From an optimization exercise on the open Yosys and OpenROAD flow, aimed at small area; shortcuts taken in it are not production practice.
The RTL was checked by simulation tests, not by an equivalence proof against the original design.
Power figures rest on the tool's default switching activity, not on a simulated workload.

**design/flow/config.mk**
```make
export PLATFORM = sky130hd
export DESIGN_NAME = fchain
export DESIGN_NICKNAME = fchain
export VERILOG_FILES = /design/flow/design.v
export SDC_FILE = /design/flow/constraint.sdc
export NUM_CORES = 4
export LEC_CHECK = 0
export ABC_AREA = 1
export CAP_MARGIN = 20
export CORE_MARGIN = 2
export CORE_UTILIZATION = 40
export SLEW_MARGIN = 20
```
**design/flow/constraint.sdc**
```tcl
create_clock -name core_clock -period 12.0 [get_ports {clk}]
set_input_delay 2.4000 -clock core_clock [delete_from_list [all_inputs] [get_ports {clk}]]
set_output_delay 2.4000 -clock core_clock [all_outputs]
set_load 0.01 [all_outputs]
```
**design/flow/design.v**
```verilog
module fchain (
    input  wire        clk,
    input  wire        rst,         
    input  wire        clr,         
    input  wire [2:0]  cic_order,   
    input  wire [8:0]  cic_m,       
    input  wire [4:0]  cic_shift,   
    input  wire [4:0]  n2,          
    input  wire [4:0]  m2,          
    input  wire [4:0]  s2,          
    input  wire [3:0]  n3,          
    input  wire [3:0]  m3,          
    input  wire [4:0]  s3,          
    input  wire        coef_we,
    input  wire [4:0]  coef_addr,
    input  wire [23:0] coef_data,
    input  wire        in_valid,
    input  wire        in_bit,
    output reg         out_valid,
    output wire [23:0] out_data,
    output wire        out_sat
);
    integer i;
    wire chain_rst = rst | clr;
    reg [3:0] tcnt;
    always @(posedge clk)
        if (rst) tcnt <= 4'd0;
        else     tcnt <= tcnt + 4'd1;
    function [31:0] rndc;
        input [4:0] s;
        begin
            rndc = (s == 5'd0) ? 32'd0 : (32'd1 << (s - 5'd1));
        end
    endfunction
    reg [23:0] coef [0:23];
    always @(posedge clk) begin
        if (coef_we && coef_addr < 5'd24)
            coef[coef_addr] <= coef_data;
    end
    reg [33:0] cring [0:7];
    reg [33:0] T;                
    reg [8:0]  ph1;
    reg        xb;               
    reg        dec;              
    reg        cfirst;           
    reg [1:0]  cst;
    localparam C_IDLE = 2'd0, C_WAIT = 2'd1, C_UPD = 2'd2, C_PRE = 2'd3;
    wire [1:0]  ck   = tcnt[1:0];
    wire        cisd = tcnt[2];
    wire        kact = ({1'b0, ck} < cic_order);
    wire [33:0] chead = cfirst ? 34'd0 : cring[0];
    wire [33:0] xval  = in_bit ? 34'd1 : {34{1'b1}};
    wire [33:0] xbval = xb ? 34'd1 : {34{1'b1}};
    wire        csub  = (cst != C_IDLE) && cisd;
    wire [33:0] cop   = (cst == C_IDLE) ? xval : chead;
    wire [33:0] csum  = csub ? (T - cop) : (T + cop);
    wire        dec_now = (ph1 == cic_m - 9'd1);
    reg [33:0] cwb;
    always @(*) begin
        cwb = chead;
        if (cst == C_UPD && kact) begin
            if (!cisd) cwb = csum;
            else if (dec) cwb = T;
        end
    end
    always @(posedge clk) begin
        for (i = 0; i < 7; i = i + 1)
            cring[i] <= cring[i+1];
        cring[7] <= cwb;
        if (chain_rst) begin
            cst    <= C_IDLE;
            ph1    <= 9'd0;
            cfirst <= 1'b1;
            T      <= {2'b00, rndc(cic_shift)};
        end else begin
            case (cst)
            C_IDLE: if (in_valid) begin
                xb  <= in_bit;
                dec <= dec_now;
                ph1 <= dec_now ? 9'd0 : ph1 + 9'd1;
                if (dec_now) T <= csum;      
                cst <= C_WAIT;
            end
            C_WAIT: if (tcnt[2:0] == 3'd7) begin
                T   <= xbval;
                cst <= C_UPD;
            end
            C_UPD: begin
                if (kact && (!cisd || dec))
                    T <= csum;
                if (tcnt[2:0] == 3'd7) begin
                    T      <= {2'b00, rndc(cic_shift)};
                    cfirst <= 1'b0;
                    cst    <= C_PRE;
                end
            end
            C_PRE: begin
                if (kact)
                    T <= csum;
                if (tcnt[2:0] == 3'd7)
                    cst <= C_IDLE;
            end
            endcase
        end
    end
    reg [23:0] r2 [0:15];
    reg [23:0] r3 [0:7];
    reg [3:0]  q2;               
    reg [2:0]  q3;
    reg [3:0]  l2;               
    reg [2:0]  l3;
    reg        fill2, fill3;     
    reg [4:0]  ph2;
    reg [3:0]  ph3;
    reg        op2, op3;         
    reg [3:0]  rc;               
    reg [23:0] y;                
    reg        S;                
    reg signed [51:0] acc;
    reg        afirst;
    localparam ST_IDLE = 3'd0, ST_RND1 = 3'd1, ST_REV2 = 3'd2, ST_RND2 = 3'd3,
               ST_REV3 = 3'd4, ST_RND3 = 3'd5;
    reg [2:0] state;
    wire in2 = (state == ST_REV2);
    wire in3 = (state == ST_REV3);
    wire use_y2 = fill2 || (l2 == 4'd0);
    wire use_y3 = fill3 || (l3 == 3'd0);
    always @(posedge clk) begin
        for (i = 0; i < 15; i = i + 1)
            r2[i] <= r2[i+1];
        r2[15] <= (in2 && use_y2) ? y : r2[0];
        for (i = 0; i < 7; i = i + 1)
            r3[i] <= r3[i+1];
        r3[7] <= (in3 && use_y3) ? y : r3[0];
    end
    wire [4:0] caddr = in3 ? {2'b10, l3} : {1'b0, l2};
    wire       cval  = in3 ? (op3 && ({1'b0, l3} < n3)) : (op2 && ({1'b0, l2} < n2));
    wire signed [23:0] c_op = cval ? coef[caddr] : 24'sd0;
    wire signed [23:0] h_op = in3 ? (use_y3 ? y : r3[0]) : (use_y2 ? y : r2[0]);
    wire signed [47:0] prod = c_op * h_op;
    wire [4:0]  sacc = in3 ? s3 : s2;
    wire [51:0] abase = afirst ? {20'd0, rndc(sacc)} : acc;
    wire [4:0]  sh  = (state == ST_RND1) ? cic_shift : (state == ST_RND3) ? s3 : s2;
    wire signed [51:0] av = (state == ST_RND1) ? {{18{T[33]}}, T} : acc;
    wire signed [51:0] aq = av >>> sh;
    wire        clampv = !((aq[51:23] == 29'd0) || (aq[51:23] == {29{1'b1}}));
    wire [23:0] yv = clampv ? {av[51], {23{~av[51]}}} : aq[23:0];
    assign out_data = y;
    assign out_sat  = S;
    task start3;
        begin
            if (n3 == 4'd0) begin
                out_valid <= 1'b1;
                state     <= ST_IDLE;
            end else begin
                op3   <= (ph3 == m3 - 4'd1);
                ph3   <= (ph3 == m3 - 4'd1) ? 4'd0 : ph3 + 4'd1;
                l3    <= q3 - tcnt[2:0];
                q3    <= q3 + 3'd1;
                rc    <= 4'd7;
                afirst <= 1'b1;
                state <= ST_REV3;
            end
        end
    endtask
    always @(posedge clk) begin
        out_valid <= 1'b0;
        if (chain_rst) begin
            state <= ST_IDLE;
            fill2 <= 1'b1;
            fill3 <= 1'b1;
            ph2   <= 5'd0;
            ph3   <= 4'd0;
            q2    <= 4'd0;
            q3    <= 3'd0;
            S     <= 1'b0;
        end else begin
            if (out_valid) S <= 1'b0;
            case (state)
            ST_IDLE:
                if (cst == C_IDLE && in_valid && dec_now)
                    state <= ST_RND1;
            ST_RND1: begin
                y <= yv;
                if (clampv) S <= 1'b1;
                if (n2 == 5'd0) begin
                    start3;
                end else begin
                    op2   <= (ph2 == m2 - 5'd1);
                    ph2   <= (ph2 == m2 - 5'd1) ? 5'd0 : ph2 + 5'd1;
                    l2    <= q2 - tcnt;
                    q2    <= q2 + 4'd1;
                    rc    <= 4'd15;
                    afirst <= 1'b1;
                    state <= ST_REV2;
                end
            end
            ST_REV2: begin
                acc    <= abase + {{4{prod[47]}}, prod};
                afirst <= 1'b0;
                l2     <= l2 - 4'd1;
                rc     <= rc - 4'd1;
                if (rc == 4'd0) begin
                    fill2 <= 1'b0;
                    state <= op2 ? ST_RND2 : ST_IDLE;
                end
            end
            ST_RND2: begin
                y <= yv;
                if (clampv) S <= 1'b1;
                start3;
            end
            ST_REV3: begin
                acc    <= abase + {{4{prod[47]}}, prod};
                afirst <= 1'b0;
                l3     <= l3 - 3'd1;
                rc     <= rc - 4'd1;
                if (rc == 4'd0) begin
                    fill3 <= 1'b0;
                    state <= op3 ? ST_RND3 : ST_IDLE;
                end
            end
            ST_RND3: begin
                y <= yv;
                if (clampv) S <= 1'b1;
                out_valid <= 1'b1;
                state <= ST_IDLE;
            end
            default: state <= ST_IDLE;
            endcase
        end
    end
endmodule
```
**design/flow/run.sh**
```bash
#!/bin/bash
# synth_recipe.tcl (not shown) runs the flow's synth.tcl, then flattens the netlist and writes it again
# the make line also repeats each setting of config.mk as NAME=value (left out here)
make -C /OpenROAD-flow-scripts/flow DESIGN_CONFIG=/design/flow/config.mk WORK_HOME=/design/flow/orfs CLKGATE_MAP_FILE= SYNTH_SCRIPT=/design/flow/synth_recipe.tcl finish
```
==> flow_summary_export.csv <==
group,metric,value,unit
outcome,outcome,"finished clean",
sta,min_period,11.47,ns
setup_path,cpMostUsedCell,"inv_1",
sta,finalSetupViolCount,0,
sta,rsz0062_at_grt,"no",
power,leakage,41.2,nW
layout,fillers,18916,
routing,wl_per_cell,20.2,um
floorplan,die_area,0.207,mm2
synth,synth_edf_count,700,
setup_path,endpoint_kind,"flip-flop",
global_routing,grt_usage,22.7,%
synth,yosysWarnings,4,
floorplan,fp.coreArea,0.202,mm2
clocking,cts_buffer_depth,3,
clocking,cts-root-buf,"clkbuf_16",
global_routing,antenna_found_initial,0,
synth,synth-seq-cells,1589,
sta,final_hold_viol_count,0,
routing,drt_iter0_markers,4832,
setup_path,cp_num_buf_inv,16,
sta,fmax,87.2,MHz
placed_design,numPortBuffers,105,
synth,synth_area,0.0813,mm2
floorplan,num_rows,165,
placed_design,postPlaceCellArea,0.0890,mm2
sta,finalCritPeriodShare,95.5,%
power,power,0.0249,W
clocking,clk_pin_slew_worst_paths,0.07,ns
setup_path,critPathLaunchType,"input pin",
synth,synth_nets,9335,
hold_path,hp-start,"cring[2][26]$_DFF_P_",
global_routing,grt_pass1_vias,59194,
clocking,cts_tree,"done",
setup_path,cp.required,12.57,ns
routing,firstDrtPassIters,6,
placed_design,routabilityCongestion,0.958,
floorplan,start_util,40.2,%
routing,drt_wl_total,236,mm
routing,vias,59460,
setup_path,worst_path_max_delay_cell,"fa_1",
synth,yosysSeqAreaShare,47.8,%
clocking,numCtsBuffers,152,
layout,register_area,0.0388,mm2
synth,async_reset_ff_share,0,%
layout,nets,9834,
synth,synth_top_area_share,25.9,%
synth,yosys-top-cells-area,"edfxtp_1, dfxtp_1, fa_1",
clocking,clock_latency,0.82,ns
routing,drtAntennaViolNets,0,
hold_path,hold_class,"reg -> reg",
setup_path,crit_fanout,11,
floorplan,die_w,455,um
layout,multi_input_area,0.0372,mm2
synth,synth_area_leader_cell,"edfxtp_1",
sta,max_slew.worst_pin.slew,1.13,ns
layout,syn_to_final_growth,16.5,%
synth,synthTopCellsByCount,"nand2_1, inv_1, dfxtp_1, edfxtp_1, fa_1",
global_routing,grt_pass1_wl,357,mm
synth,synth_flop_cell,"dfxtp_1",
layout,final_area,0.0947,mm2
hold_path,hold_path_end,"cring[1][26]$_DFF_P_",
hold_path,min_path_cells,0,
setup_path,arrival,12.04,ns
placed_design,hpwlAfterDp,175,mm
setup_path,critPathKind,"in -> reg",
global_routing,grt-ovfl-total,0,
layout,final_layout_size_suffix_gt1_share,11.4,%
power,power_density,263,mW/mm2
power,irDropWorstVdd,0.356,mV
setup_path,cpPeakStageDelay,0.54,ns
run,maxCapViolCount,0,
sta,fin_skew,0.0743,ns
clocking,ctsHoldBuffers,0,
setup_path,cp_top_family,"adder cells",
floorplan,fp.dieH,455,um
routing,via_per_inst,5.09,
setup_path,rr_startpoint,"state[2]$_SDFFE_PN0P_",
clocking,clock_sinks,1589,
sta,slew_viol_final,0,
sta,max_slew_margin,24.6,%
global_routing,grt_start_max_net_pins,101,
setup_path,r2r_setup_slack,0.71,ns
floorplan,ioPinCount,106,
clocking,h-tree-depth,4,
synth,yosysMostFrequentCell,"nand2_1",
synth,syn_avg_cell_area,9.68,um2
synth,syn_inst,8396,
routing,drc,0,
synth,ys_types,71,
setup_path,r2r-end,"acc[49]$_DFFE_PP_",
setup_path,ff2ff_path_depth,49,
per-layer routing:
metal	routed length [um]	part of all wire (%)	GRT usage, %
met2	110000	47	36.9
met5	0	0	0
met3	14400	6.1	3.12
met1	104000	44	31.3
met4	7450	3.2	7.18
metrics by stage:
step / utilization [%] / hold WS [ns] / worst slack (ns) / cells / setup TNS, ns
after floorplan: - / 0.310 / 0.0698 / 8396 / 0
after global placement: 44.0 / 0.310 / -0.813 / 11401 / -8.97
after detailed placement: 44.1 / 0.312 / -0.869 / 11403 / -9.31
after CTS: 46.6 / 0.300 / 0.00362 / 11679 / 0
after global routing: 46.8 / 0.298 / 0.0145 / 11689 / 0
final: 46.9 / 0.297 / 0.535 / 11691 / 0
worst reg2reg max path: cells and delay by family, from the launching register on:
kind                     cells  cell delay [ns]
AO/OA/AOI/OAI               14             2.67
XOR/XNOR                     2             0.37
adder cells (fa/ha/maj)      9             4.18
buffers and inverters       15             2.24
flip-flops                   1             0.43
AND/OR/NAND/NOR              9             1.24
flip-flops by register name, indices dropped and copies added, names as in the netlist, 3 cells and up:
signal	cells
q2	4
coef	576
acc	52
l2	4
y	24
tcnt	4
q3	3
r3	192
ph2	5
ph3	4
T	34
rc	4
ph1	9
state	3
cring	272
r2	384
l3	3
power breakdown:
group	total, W	switching (W)	internal, W
sequential	0.00635	0.000101	0.00625
clock	0.00478	0.00210	0.00268
combinational	0.0138	0.00728	0.00647
how the worst max path moves through the flow:
stage / start / endpoint / cells past startpoint
after floorplan: n2[1] / acc[51]$_DFFE_PP_ / 49
after global placement: n2[1] / acc[51]$_DFFE_PP_ / 48
after detailed placement: n2[1] / acc[51]$_DFFE_PP_ / 48
after CTS: n2[1] / acc[51]$_DFFE_PP_ / 48
after global routing: n3[1] / acc[50]$_DFFE_PP_ / 52
final: n3[1] / acc[49]$_DFFE_PP_ / 49
cells by family (layout without fill, tap and decap cells):
logic type | count (synthesis) | count (layout) | synth area share, %
AO/OA/AOI/OAI | 995 | 995 | 7.41
other | 0 | 2 | 0
AND/OR/NAND/NOR | 3256 | 3256 | 16.3
buffers and inverters | 1485 | 2106 | 7.34
flip-flops | 1589 | 1589 | 47.8
multiplexers | 19 | 19 | 0.236
adder cells (fa/ha/maj) | 859 | 859 | 18.9
XOR/XNOR | 193 | 193 | 2.08
cell usage in the layout, fill, tap and decap left out, types with 15 or more instances in the layout:
cell type | netlist | routed
a21o_1 | 17 | 17
a21oi_1 | 255 | 236
a21oi_2 | 1 | 19
a221oi_1 | 33 | 32
a22o_1 | 15 | 15
a31oi_1 | 128 | 111
a32o_1 | 30 | 30
buf_12 | 0 | 39
buf_4 | 37 | 520
clkbuf_1 | 140 | 31
clkbuf_16 | 0 | 157
clkbuf_8 | 0 | 24
clkdlybuf4s50_1 | 0 | 104
clkinv_1 | 8 | 22
clkinv_2 | 0 | 16
dfxtp_1 | 889 | 889
edfxtp_1 | 700 | 700
fa_1 | 612 | 607
ha_1 | 247 | 244
inv_1 | 1114 | 1109
inv_2 | 33 | 28
mux2i_1 | 18 | 18
nand2_1 | 2032 | 2025
nand2_2 | 14 | 21
nand3_1 | 493 | 490
nand4_1 | 31 | 31
nor2_1 | 591 | 546
nor2_2 | 3 | 26
nor2_4 | 1 | 23
nor3_1 | 30 | 25
o211ai_1 | 37 | 37
o21ai_0 | 324 | 307
o21ai_1 | 15 | 26
o22ai_1 | 53 | 53
or2_2 | 23 | 23
xnor2_1 | 76 | 75
xor2_1 | 117 | 115
cell type report:
class	instances	share of cell area, %
Antenna cell	2	0.00529
Clock buffer	209	4.54
Clock inverter	67	0.788
Inverter	1157	4.63
Multi-Input combinational cell	5322	39.3
Sequential cell	1589	41.0
Tap cell	2672	3.53
Timing Repair Buffer	673	6.24
repair_timing:
action	in CTS	in global routing
setup buffers	0	4
gates resized for setup	0	115
setup endpoints to repair	0	21

-- afterwards: timing with drivers on the ports --
The flow's constraints put no driver on any port. The routed layout listed below was extracted and timed again, unchanged, in two steps.
Step 1 sets driving cells, clkbuf_16 on the clock port and buf_2 on the other inputs (assumed; they add their load-dependent delay and slew).
Step 2 times the ports against the registers' clock, not the clock port: input delays grow and output delays shrink by t, the midpoint of the rising clock arrivals with the driver on.
Slacks: ideal / step 1 / step 2; pairs: ideal / step 1.
t (ns): 0.866
setup slack, ns: 0.535 / 0.591 / -0.275
worst hold slack (ns): 0.297 / 0.297 / 0.297
Met with ideal ports but missed after step 2: setup timing in this run. For this run, drivers alone change the setup slack by +0.056 ns; drivers and shift together by -0.810 ns.
